What follows belongs to an exercise in optimizing a design on an open flow for small area, a short achievable clock period and few clock cycles per item; a production flow would make more cautious choices.
At most, simulation tests tie the RTL to the original design; equivalence was not proved.

==> run a <==
// cz_quant
module cz_quant (
    input             clk,
    input             rst,           
    input             in_valid,
    output            in_ready,
    input      [31:0] in_d,          
    input             in_ident,      
    input       [2:0] in_table,      
    input       [4:0] in_width,      
    input       [2:0] in_dither,     
    input      [15:0] in_fn,         
    input       [2:0] in_word,       
    input      [19:0] in_entry,      
    input             in_zero,       
    output     [14:0] tbl_addr,      
    input      [15:0] tbl_data0,     
    input      [15:0] tbl_data1,     
    output reg        out_valid,
    input             out_ready,
    output reg [15:0] out_word,
    output reg [31:0] out_y          
);
export LEC_CHECK = 0
export ABC_AREA = 1
export CAP_MARGIN = 20
export CORE_MARGIN = 2
export CORE_UTILIZATION = 60
export SLEW_MARGIN = 20
create_clock -name core_clock -period 140.0 [get_ports {clk}]
standard.sh (not shown) runs the stock make flow with config.mk's settings and CLKGATE_MAP_FILE= SYNTH_SCRIPT=/design/flow/synth_recipe.tcl, a recipe that flattens the netlist after the stock synthesis.
==> flow/flow/run.sh <==
#!/bin/bash
# The standard layout (standard.sh), with one change: ABC maps the
# synthesised logic with area-oriented mapping (map -a, flow/abc_area.script)
# instead of ORFS's default abc_area.script. Registers, their names and cell
# types are the standard synthesis's, since ABC sees only combinational logic.
set -euo pipefail
rm -rf scripts_area
cp -r "$FLOW_HOME/scripts" scripts_area
cp flow/abc_area.script scripts_area/abc_area.script
bash standard.sh finish SCRIPTS_DIR="$PWD/scripts_area" > layout.log 2>&1
==> flow/flow/abc_area.script <==
strash
dch
map -a
topo
stime -c
buffer -c
upsize -c
dnsize -c
==> inputs of run b, as changes to run a <==
--- a/flow/design.v
+++ b/flow/design.v
@@ -15,46 +15,12 @@
             assign s[i]   = a[i] ^ b[i] ^ c[i];
             assign c[i+1] = (a[i] & b[i]) | (c[i] & (a[i] ^ b[i]));
         end
     endgenerate
     assign co = c[N];
 endmodule
-module cz_add #(
-    parameter N = 8
-) (
-    input  [N-1:0] a,
-    input  [N-1:0] b,
-    input          ci,
-    output [N-1:0] s,
-    output         co
-);
-    localparam L = (N <= 2) ? 1 : (N <= 4) ? 2 : (N <= 8) ? 3 : (N <= 16) ? 4 :
-                   (N <= 32) ? 5 : (N <= 64) ? 6 : 7;
-    wire [N-1:0] p = a ^ b;
-    wire [N*(L+1)-1:0] gv;
-    wire [N*(L+1)-1:0] pv;
-    assign gv[N-1:0] = (a & b) | {{(N-1){1'b0}}, p[0] & ci};
-    assign pv[N-1:0] = p;
-    genvar l, i;
-    generate
-        for (l = 0; l < L; l = l + 1) begin : g_lvl
-            for (i = 0; i < N; i = i + 1) begin : g_bit
-                if ((i >> l) & 1) begin : g_op
-                    assign gv[(l+1)*N+i] = gv[l*N+i] | (pv[l*N+i] & gv[l*N+((i >> l) << l)-1]);
-                    assign pv[(l+1)*N+i] = pv[l*N+i] & pv[l*N+((i >> l) << l)-1];
-                end else begin : g_pass
-                    assign gv[(l+1)*N+i] = gv[l*N+i];
-                    assign pv[(l+1)*N+i] = pv[l*N+i];
-                end
-            end
-        end
-    endgenerate
-    wire [N-1:0] c = gv[L*N+N-1:L*N];            
-    assign s  = p ^ {c[N-2:0], ci};
-    assign co = c[N-1];
-endmodule
 module cz_por #(
     parameter N = 8
 ) (
     input  [N-1:0] x,
     output [N-1:0] p
 );
@@ -135,19 +101,13 @@
                 assign s[j*NA+i] = pp[i] ^ sin[i] ^ cin[i];
                 assign c[j*NA+i] = (pp[i] & sin[i]) | (cin[i] & (pp[i] ^ sin[i]));
             end
             assign p[j] = s[j*NA];
         end
     endgenerate
-    cz_add #(.N(NA)) u_fin (
-        .a  ({1'b0, s[(NB-1)*NA+NA-1:(NB-1)*NA+1]}),
-        .b  (c[(NB-1)*NA+NA-1:(NB-1)*NA]),
-        .ci (1'b0),
-        .s  (p[NA+NB-1:NB]),
-        .co ()
-    );
+    assign p[NA+NB-1:NB] = {1'b0, s[(NB-1)*NA+NA-1:(NB-1)*NA+1]} + c[(NB-1)*NA+NA-1:(NB-1)*NA];
 endmodule
 module cz_xstep (
     input  [30:0] d,
     input         ident,
     input         zero,        
     output [11:0] idx,
@@ -196,16 +156,15 @@
     input  [15:0] t1,
     input  [23:0] op_a,
     input         ident,
     output [39:0] r,
     output        sgn
 );
-    wire [15:0] d10;
-    wire        ge;
-    cz_add #(.N(16)) u_d (.a(t1), .b(~t0), .ci(1'b1), .s(d10), .co(ge));
-    wire [15:0] b   = ident ? 16'hffff : (d10 ^ {16{!ge}});
+    wire [16:0] d10 = {1'b0, t1} - {1'b0, t0};
+    wire        ge  = !d10[16];
+    wire [15:0] b   = ident ? 16'hffff : (d10[15:0] ^ {16{!ge}});
     wire [23:0] ex  = op_a & {24{!ident && !ge}};
     wire [39:0] pm;
     cz_mul #(.NA(24), .NB(16)) u_mul (.a(op_a), .b(b), .ex(ex), .p(pm));
     wire [40:0] rr;
     cz_rnd24 #(.N(40)) u_rnd (.x(pm), .y(rr));
     assign r   = rr[39:0];
@@ -238,22 +197,19 @@
     wire        stk = big ? (|r) : st[6];
     wire [28:0] l29 = {a[27:0], stk};
     wire [28:0] lp;
     cz_por #(.N(29)) u_lo (.x(l29), .p(lp));
     wire [29:0] lo = {lp, 1'b0};
     wire [28:0] ln = l29 ^ ({29{sgn}} & lo[28:0]);
-    wire [15:0] u;
-    cz_add #(.N(16)) u_hi (.a(t0), .b(a[43:28] ^ {16{sgn}}), .ci(sgn & !lo[29]), .s(u), .co());
+    wire [15:0] u = t0 + (a[43:28] ^ {16{sgn}}) + {15'd0, sgn & !lo[29]};
     wire [44:0] vx = {u, ln};
     wire [45:0] y;
     cz_rnd24 #(.N(45)) u_rnd (.x(vx), .y(y));
     assign tiny = (t0 == 16'd0) && stk;
     assign q    = tiny ? rs : y[44:0];
-    wire [7:0]  uk;
-    cz_rca #(.N(8)) u_uk (.a(8'd142), .b(~k), .ci(1'b1), .s(uk), .co());
-    assign ue   = tiny ? uk : 8'd141;
+    assign ue   = tiny ? (8'd142 - k) : 8'd141;
 endmodule
 module cz_ostep (
     input  [44:0] q,
     input  [7:0]  ue,
     input         tiny,
     input  [3:0]  wc,      
@@ -265,39 +221,34 @@
     integer n;
     always @* begin
         lzc = 6'd45;
         for (n = 0; n < 45; n = n + 1)
             if (q[n]) lzc = 6'd44 - n[5:0];
     end
-    wire [7:0]  el;                        
-    wire        le;                        
-    cz_rca #(.N(8)) u_el (.a(ue), .b(~{2'b00, lzc}), .ci(1'b1), .s(el), .co(le));
-    wire [5:0]  sh  = le ? lzc : ue[5:0];
+    wire [5:0]  sh  = ({2'b00, lzc} <= ue) ? lzc : ue[5:0];
     wire [44:0] z   = q << sh;
-    wire [7:0]  ex  = z[44] ? (el + 8'd1) : 8'd0;
+    wire [7:0]  ex  = z[44] ? (ue + 8'd1 - {2'b00, lzc}) : 8'd0;
     assign yf = {1'b0, ex, z[43:21]};
     wire [43:0] yq = q[44:1];
-    wire [4:0]  w  = {wc[3], !wc[3], wc[2:0]};    
+    wire [4:0]  w  = {1'b0, wc} + 5'd8;
     wire [59:0] ys = {8'd0, yq, 8'd0} << wc;
     wire [59:0] am;
     cz_rca #(.N(60)) u_am (.a(ys), .b(~{16'd0, yq}), .ci(1'b1), .s(am), .co());
     wire [36:0] ap = am[59:23];            
     wire [21:0] s1;
     cz_rca #(.N(21)) u_s1 (.a(ap[36:16]), .b({5'd0, ap[15:0]}), .ci(1'b0), .s(s1[20:0]), .co(s1[21]));
     wire        c2;
     wire [15:0] s2_unused;
     cz_rca #(.N(16)) u_s2 (.a(s1[15:0]), .b({10'd0, s1[21:16]}), .ci(1'b1), .s(s2_unused), .co(c2));
-    wire [6:0]  t3s;
-    wire        t3c;
-    cz_rca #(.N(6)) u_t3 (.a(s1[21:16]), .b({1'b0, tau5}), .ci(c2), .s(t3s[5:0]), .co(t3c));
-    wire [20:0] t3 = {14'd0, t3c, t3s[5:0]};
+    wire [6:0]  f  = {1'b0, s1[21:16]} + {6'd0, c2};
+    wire [20:0] t3 = {14'd0, f} + {16'd0, tau5};
     wire [20:0] sm;
     wire        smc;
     cz_rca #(.N(21)) u_sm (.a(ap[36:16]), .b(t3), .ci(1'b0), .s(sm), .co(smc));
     wire [16:0] craw = {smc, sm[20:5]};
-    wire [16:0] top  = ~({17{1'b1}} << w);
+    wire [16:0] top  = (17'd1 << w) - 17'd1;
     wire        ovf  = |(craw & ~top);
     assign code = tiny ? 16'd0 : (ovf ? top[15:0] : craw[15:0]);
 endmodule
 module cz_quant (
     input             clk,
     input             rst,           
@@ -321,49 +272,46 @@
     output reg [31:0] out_y          
 );
     reg  sk_valid;
     reg  adv;            
     reg  rdy;            
     assign in_ready = rdy;
-    localparam IW = 54;
+    wire [3:0] in_v = in_fn[3:0] + {in_word, 1'b0} + {1'b0, in_word} + {in_entry[1:0], 2'b00} + in_entry[3:0];
+    reg  [4:0] in_tau;
+    always @* begin
+        case (in_dither)
+            3'd0:    in_tau = 5'b10000;
+            3'd1:    in_tau = {in_v[0], 4'b1000};
+            3'd2:    in_tau = {in_v[0], in_v[1], 3'b100};
+            3'd3:    in_tau = {in_v[0], in_v[1], in_v[2], 2'b10};
+            default: in_tau = {in_v[0], in_v[1], in_v[2], in_v[3], 1'b1};
+        endcase
+    end
+    localparam IW = 45;
     wire [IW-1:0] in_item = {in_d[30:0], in_ident, in_table, in_width[4], in_width[2:0],
-                             in_dither, in_fn[3:0], in_word, in_entry[3:0], in_zero};
+                             in_tau, in_zero};
     reg           s1_valid;
     reg  [IW-1:0] s1_item;
     always @(posedge clk) begin
         if (rst)
             s1_valid <= 1'b0;
         else if (adv)
             s1_valid <= in_valid && rdy;
         if (adv)
             s1_item <= in_item;
     end
-    wire [30:0] s1_d     = s1_item[53:23];
-    wire        s1_ident = s1_item[22];
-    wire  [2:0] s1_table = s1_item[21:19];
-    wire  [3:0] s1_wc    = s1_item[18:15];
-    wire  [2:0] s1_dith  = s1_item[14:12];
-    wire  [3:0] s1_fn    = s1_item[11:8];
-    wire  [2:0] s1_word  = s1_item[7:5];
-    wire  [3:0] s1_entry = s1_item[4:1];
+    wire [30:0] s1_d     = s1_item[44:14];
+    wire        s1_ident = s1_item[13];
+    wire  [2:0] s1_table = s1_item[12:10];
+    wire  [3:0] s1_wc    = s1_item[9:6];
+    wire  [4:0] tau5     = s1_item[5:1];
     wire        s1_zero  = s1_item[0];
     wire [11:0] x_idx;
     wire [23:0] x_opa;
     wire  [7:0] x_k;
     cz_xstep u_x (.d(s1_d), .ident(s1_ident), .zero(s1_zero), .idx(x_idx), .op_a(x_opa), .k(x_k));
-    wire [3:0] v = s1_fn + {s1_word, 1'b0} + {1'b0, s1_word} + {s1_entry[1:0], 2'b00} + s1_entry;
-    reg  [4:0] tau5;
-    always @* begin
-        case (s1_dith)
-            3'd0:    tau5 = 5'b10000;
-            3'd1:    tau5 = {v[0], 4'b1000};
-            3'd2:    tau5 = {v[0], v[1], 3'b100};
-            3'd3:    tau5 = {v[0], v[1], v[2], 2'b10};
-            default: tau5 = {v[0], v[1], v[2], v[3], 1'b1};
-        endcase
-    end
     reg        s2_valid, s2_ident;
     reg  [2:0] s2_table;
     reg [11:0] s2_idx;
     reg [23:0] s2_opa;
     reg  [7:0] s2_k;
     reg  [3:0] s2_wc;
@@ -436,27 +384,26 @@
     cz_ostep u_o (.q(s5_q), .ue(s5_ue), .tiny(s5_tiny), .wc(s5_wc), .tau5(s5_tau),
                   .yf(o_y), .code(o_code));
     wire [15:0] w_word = o_code;
     wire [31:0] w_y    = o_y;
     wire        w_valid = adv && s5_valid;      
     wire        out_free = !out_valid || out_ready;
-    wire        pend = sk_valid || w_valid;        
-    wire        hold = out_valid && pend;          
     reg  [15:0] sk_word;
     reg  [31:0] sk_y;
     always @(posedge clk) begin
         if (rst) begin
             out_valid <= 1'b0;
             sk_valid  <= 1'b0;
             adv       <= 1'b1;
             rdy       <= 1'b0;
         end else begin
-            out_valid <= pend || (out_valid && !out_ready);
-            sk_valid  <= hold && !out_ready;
-            adv       <= !hold || out_ready;
-            rdy       <= !hold || out_ready;
+            if (out_free)
+                out_valid <= sk_valid || w_valid;
+            sk_valid <= !out_free && (sk_valid || w_valid);
+            adv      <= !(!out_free && (sk_valid || w_valid));
+            rdy      <= !(!out_free && (sk_valid || w_valid));
         end
         if (out_free) begin
             out_word <= sk_valid ? sk_word : w_word;
             out_y    <= sk_valid ? sk_y : w_y;
         end
         if (!sk_valid) begin
==> flow/run.sh (new file) <==
#!/bin/bash
# synth_recipe.tcl (not shown) runs the flow's synth.tcl, then flattens the netlist and writes it again
# the make line also repeats each setting of config.mk as NAME=value (left out here)
make -C /OpenROAD-flow-scripts/flow DESIGN_CONFIG=/design/flow/config.mk WORK_HOME=/design/flow/orfs CLKGATE_MAP_FILE= SYNTH_SCRIPT=/design/flow/synth_recipe.tcl finish
--- a/flow/config.mk
+++ b/flow/config.mk
@@ -5,8 +5,8 @@
 export SDC_FILE = /design/flow/constraint.sdc
 export NUM_CORES = 4
 export LEC_CHECK = 0
 export ABC_AREA = 1
 export CAP_MARGIN = 20
 export CORE_MARGIN = 2
-export CORE_UTILIZATION = 60
+export CORE_UTILIZATION = 40
 export SLEW_MARGIN = 20
removed: flow/flow/run.sh
removed: flow/flow/abc_area.script
removed: flow/standard.sh
==> inputs of run c, as changes to run a <==
==> flow/run.sh (new file) <==
#!/bin/bash
# synth_recipe.tcl (not shown) runs the flow's synth.tcl, then flattens the netlist and writes it again
# the make line also repeats each setting of config.mk as NAME=value (left out here)
make -C /OpenROAD-flow-scripts/flow DESIGN_CONFIG=/design/flow/config.mk WORK_HOME=/design/flow/orfs CLKGATE_MAP_FILE= SYNTH_SCRIPT=/design/flow/synth_recipe.tcl finish
removed: flow/flow/run.sh
removed: flow/flow/abc_area.script
removed: flow/standard.sh
==> inputs of run d, as changes to run a <==
--- a/flow/design.v
+++ b/flow/design.v
@@ -15,46 +15,12 @@
             assign s[i]   = a[i] ^ b[i] ^ c[i];
             assign c[i+1] = (a[i] & b[i]) | (c[i] & (a[i] ^ b[i]));
         end
     endgenerate
     assign co = c[N];
 endmodule
-module cz_add #(
-    parameter N = 8
-) (
-    input  [N-1:0] a,
-    input  [N-1:0] b,
-    input          ci,
-    output [N-1:0] s,
-    output         co
-);
-    localparam L = (N <= 2) ? 1 : (N <= 4) ? 2 : (N <= 8) ? 3 : (N <= 16) ? 4 :
-                   (N <= 32) ? 5 : (N <= 64) ? 6 : 7;
-    wire [N-1:0] p = a ^ b;
-    wire [N*(L+1)-1:0] gv;
-    wire [N*(L+1)-1:0] pv;
-    assign gv[N-1:0] = (a & b) | {{(N-1){1'b0}}, p[0] & ci};
-    assign pv[N-1:0] = p;
-    genvar l, i;
-    generate
-        for (l = 0; l < L; l = l + 1) begin : g_lvl
-            for (i = 0; i < N; i = i + 1) begin : g_bit
-                if ((i >> l) & 1) begin : g_op
-                    assign gv[(l+1)*N+i] = gv[l*N+i] | (pv[l*N+i] & gv[l*N+((i >> l) << l)-1]);
-                    assign pv[(l+1)*N+i] = pv[l*N+i] & pv[l*N+((i >> l) << l)-1];
-                end else begin : g_pass
-                    assign gv[(l+1)*N+i] = gv[l*N+i];
-                    assign pv[(l+1)*N+i] = pv[l*N+i];
-                end
-            end
-        end
-    endgenerate
-    wire [N-1:0] c = gv[L*N+N-1:L*N];            
-    assign s  = p ^ {c[N-2:0], ci};
-    assign co = c[N-1];
-endmodule
 module cz_por #(
     parameter N = 8
 ) (
     input  [N-1:0] x,
     output [N-1:0] p
 );
@@ -135,19 +101,13 @@
                 assign s[j*NA+i] = pp[i] ^ sin[i] ^ cin[i];
                 assign c[j*NA+i] = (pp[i] & sin[i]) | (cin[i] & (pp[i] ^ sin[i]));
             end
             assign p[j] = s[j*NA];
         end
     endgenerate
-    cz_add #(.N(NA)) u_fin (
-        .a  ({1'b0, s[(NB-1)*NA+NA-1:(NB-1)*NA+1]}),
-        .b  (c[(NB-1)*NA+NA-1:(NB-1)*NA]),
-        .ci (1'b0),
-        .s  (p[NA+NB-1:NB]),
-        .co ()
-    );
+    assign p[NA+NB-1:NB] = {1'b0, s[(NB-1)*NA+NA-1:(NB-1)*NA+1]} + c[(NB-1)*NA+NA-1:(NB-1)*NA];
 endmodule
 module cz_xstep (
     input  [30:0] d,
     input         ident,
     input         zero,        
     output [11:0] idx,
@@ -196,16 +156,15 @@
     input  [15:0] t1,
     input  [23:0] op_a,
     input         ident,
     output [39:0] r,
     output        sgn
 );
-    wire [15:0] d10;
-    wire        ge;
-    cz_add #(.N(16)) u_d (.a(t1), .b(~t0), .ci(1'b1), .s(d10), .co(ge));
-    wire [15:0] b   = ident ? 16'hffff : (d10 ^ {16{!ge}});
+    wire [16:0] d10 = {1'b0, t1} - {1'b0, t0};
+    wire        ge  = !d10[16];
+    wire [15:0] b   = ident ? 16'hffff : (d10[15:0] ^ {16{!ge}});
     wire [23:0] ex  = op_a & {24{!ident && !ge}};
     wire [39:0] pm;
     cz_mul #(.NA(24), .NB(16)) u_mul (.a(op_a), .b(b), .ex(ex), .p(pm));
     wire [40:0] rr;
     cz_rnd24 #(.N(40)) u_rnd (.x(pm), .y(rr));
     assign r   = rr[39:0];
@@ -238,22 +197,19 @@
     wire        stk = big ? (|r) : st[6];
     wire [28:0] l29 = {a[27:0], stk};
     wire [28:0] lp;
     cz_por #(.N(29)) u_lo (.x(l29), .p(lp));
     wire [29:0] lo = {lp, 1'b0};
     wire [28:0] ln = l29 ^ ({29{sgn}} & lo[28:0]);
-    wire [15:0] u;
-    cz_add #(.N(16)) u_hi (.a(t0), .b(a[43:28] ^ {16{sgn}}), .ci(sgn & !lo[29]), .s(u), .co());
+    wire [15:0] u = t0 + (a[43:28] ^ {16{sgn}}) + {15'd0, sgn & !lo[29]};
     wire [44:0] vx = {u, ln};
     wire [45:0] y;
     cz_rnd24 #(.N(45)) u_rnd (.x(vx), .y(y));
     assign tiny = (t0 == 16'd0) && stk;
     assign q    = tiny ? rs : y[44:0];
-    wire [7:0]  uk;
-    cz_rca #(.N(8)) u_uk (.a(8'd142), .b(~k), .ci(1'b1), .s(uk), .co());
-    assign ue   = tiny ? uk : 8'd141;
+    assign ue   = tiny ? (8'd142 - k) : 8'd141;
 endmodule
 module cz_ostep (
     input  [44:0] q,
     input  [7:0]  ue,
     input         tiny,
     input  [3:0]  wc,      
@@ -265,39 +221,34 @@
     integer n;
     always @* begin
         lzc = 6'd45;
         for (n = 0; n < 45; n = n + 1)
             if (q[n]) lzc = 6'd44 - n[5:0];
     end
-    wire [7:0]  el;                        
-    wire        le;                        
-    cz_rca #(.N(8)) u_el (.a(ue), .b(~{2'b00, lzc}), .ci(1'b1), .s(el), .co(le));
-    wire [5:0]  sh  = le ? lzc : ue[5:0];
+    wire [5:0]  sh  = ({2'b00, lzc} <= ue) ? lzc : ue[5:0];
     wire [44:0] z   = q << sh;
-    wire [7:0]  ex  = z[44] ? (el + 8'd1) : 8'd0;
+    wire [7:0]  ex  = z[44] ? (ue + 8'd1 - {2'b00, lzc}) : 8'd0;
     assign yf = {1'b0, ex, z[43:21]};
     wire [43:0] yq = q[44:1];
-    wire [4:0]  w  = {wc[3], !wc[3], wc[2:0]};    
+    wire [4:0]  w  = {1'b0, wc} + 5'd8;
     wire [59:0] ys = {8'd0, yq, 8'd0} << wc;
     wire [59:0] am;
     cz_rca #(.N(60)) u_am (.a(ys), .b(~{16'd0, yq}), .ci(1'b1), .s(am), .co());
     wire [36:0] ap = am[59:23];            
     wire [21:0] s1;
     cz_rca #(.N(21)) u_s1 (.a(ap[36:16]), .b({5'd0, ap[15:0]}), .ci(1'b0), .s(s1[20:0]), .co(s1[21]));
     wire        c2;
     wire [15:0] s2_unused;
     cz_rca #(.N(16)) u_s2 (.a(s1[15:0]), .b({10'd0, s1[21:16]}), .ci(1'b1), .s(s2_unused), .co(c2));
-    wire [6:0]  t3s;
-    wire        t3c;
-    cz_rca #(.N(6)) u_t3 (.a(s1[21:16]), .b({1'b0, tau5}), .ci(c2), .s(t3s[5:0]), .co(t3c));
-    wire [20:0] t3 = {14'd0, t3c, t3s[5:0]};
+    wire [6:0]  f  = {1'b0, s1[21:16]} + {6'd0, c2};
+    wire [20:0] t3 = {14'd0, f} + {16'd0, tau5};
     wire [20:0] sm;
     wire        smc;
     cz_rca #(.N(21)) u_sm (.a(ap[36:16]), .b(t3), .ci(1'b0), .s(sm), .co(smc));
     wire [16:0] craw = {smc, sm[20:5]};
-    wire [16:0] top  = ~({17{1'b1}} << w);
+    wire [16:0] top  = (17'd1 << w) - 17'd1;
     wire        ovf  = |(craw & ~top);
     assign code = tiny ? 16'd0 : (ovf ? top[15:0] : craw[15:0]);
 endmodule
 module cz_quant (
     input             clk,
     input             rst,           
==> flow/run.sh (new file) <==
#!/bin/bash
# synth_recipe.tcl (not shown) runs the flow's synth.tcl, then flattens the netlist and writes it again
# the make line also repeats each setting of config.mk as NAME=value (left out here)
make -C /OpenROAD-flow-scripts/flow DESIGN_CONFIG=/design/flow/config.mk WORK_HOME=/design/flow/orfs CLKGATE_MAP_FILE= SYNTH_SCRIPT=/design/flow/synth_recipe.tcl finish
removed: flow/flow/run.sh
removed: flow/flow/abc_area.script
removed: flow/standard.sh
==> summary.txt <==
Seq Cell Count 352; outcome no timing/DRC/antenna violations; starting density of the core 60.54%; Worst Path Class, Setup flip-flop to flip-flop; number of DRC violations after detailed-routing iteration 0 4381; adder and majority gate portion of the synthesized area 27.47%; maximum clock skew at final layout 0.02215 ns; endpoint of the worst hold-timing path s3_opa[1]; post-route standard cell area excluding fillers 44750 um^2; top cells by count, synth sky130_fd_sc_hd__nand2_1, sky130_fd_sc_hd__nor2_1, sky130_fd_sc_hd__inv_1, sky130_fd_sc_hd__o21ai_0, sky130_fd_sc_hd__fa_1; cts bufs inserted 36; per-cell routed wire length 19.57 um
-- figures above: run a

==> summary.txt <==
Worst Path Class, Setup flip-flop to output pin; endpoint of the worst hold-timing path s5_tau[0]; maximum clock skew at final layout 0.04274 ns; number of DRC violations after detailed-routing iteration 0 4060; outcome no timing/DRC/antenna violations; starting density of the core 60.43%; top cells by count, synth sky130_fd_sc_hd__nand2_1, sky130_fd_sc_hd__inv_1, sky130_fd_sc_hd__nand3_1, sky130_fd_sc_hd__o21ai_0, sky130_fd_sc_hd__nor2_1; adder and majority gate portion of the synthesized area 24.14%; per-cell routed wire length 18.55 um; post-route standard cell area excluding fillers 49930 um^2; Seq Cell Count 352; cts bufs inserted 41
-- figures above: run d

==> summary.txt <==
outcome no timing/DRC/antenna violations; relative area of clock buffers and inverters in the final design 2.846%; Worst Path Class, Setup input pin to flip-flop; maximum clock skew at final layout 0.04763 ns; Global Route met1 Usage 32.63%; post-route standard cell area excluding fillers 50340 um^2; starting density of the core 40.44%; per-cell routed wire length 18.48 um; NumNets Final 7366; die boundary height 344.2 um; top cells by count, synth sky130_fd_sc_hd__nand2_1, sky130_fd_sc_hd__inv_1, sky130_fd_sc_hd__nand3_1, sky130_fd_sc_hd__o21ai_0, sky130_fd_sc_hd__nor2_1; endpoint of the worst hold-timing path s5_tau[2]; adder and majority gate portion of the synthesized area 24.37%; Seq Cell Count 343
-- figures above: run b

==> summary.txt <==
starting density of the core 60.81%; adder and majority gate portion of the synthesized area 25.11%; per-cell routed wire length 19.20 um; endpoint of the worst hold-timing path s5_wc[3]; maximum clock skew at final layout 0.01681 ns; number of DRC violations after detailed-routing iteration 0 4305; top cells by count, synth sky130_fd_sc_hd__nand2_1, sky130_fd_sc_hd__inv_1, sky130_fd_sc_hd__nand3_1, sky130_fd_sc_hd__nor2_1, sky130_fd_sc_hd__o21ai_0; Seq Cell Count 352; outcome no timing/DRC/antenna violations; post-route standard cell area excluding fillers 48670 um^2
-- figures above: run c

Testbench counts of run a, summed over its fixed seeds: cycles 16,040, items 16,000.
Testbench counts of run c, summed over its fixed seeds: cycles 16,040, items 16,000.
No functional check of the RTL was part of run b and run d.

==> afterwards: timing with drivers on the ports <==
In the flow no input, the clock included, has a driving cell. The finished layouts below were timed again as built, in two steps. Step 1 (the two cells are an assumption about what drives the block):
set clk [get_ports {clk}]
set_driving_cell -lib_cell sky130_fd_sc_hd__clkbuf_16 $clk
set_driving_cell -lib_cell sky130_fd_sc_hd__buf_2 [delete_from_list [all_inputs] $clk]
Step 2, shift: input delay + t, output delay - t, t = (earliest + latest rising clock arrival at the registers) / 2. This alone moves slack from input paths to output paths. Slacks: no drivers / after step 1 / after step 2; pairs: no drivers / after step 1.
run	shift t [ns]	slack for setup (ns)	worst register clock-pin slew, ns
run a	0.611	108.538 / 108.538 / 108.538	0.07 / 0.07
run b	0.678	110.063 / 110.108 / 109.430	0.07 / 0.07
run c	0.649	110.506 / 110.437 / 110.278	0.07 / 0.07
run d	0.643	110.508 / 110.437 / 110.435	0.08 / 0.08
After both steps every run listed still meets setup and hold. For run b, which loses most, drivers alone change the setup slack by +0.045 ns; drivers and shift together by -0.633 ns.
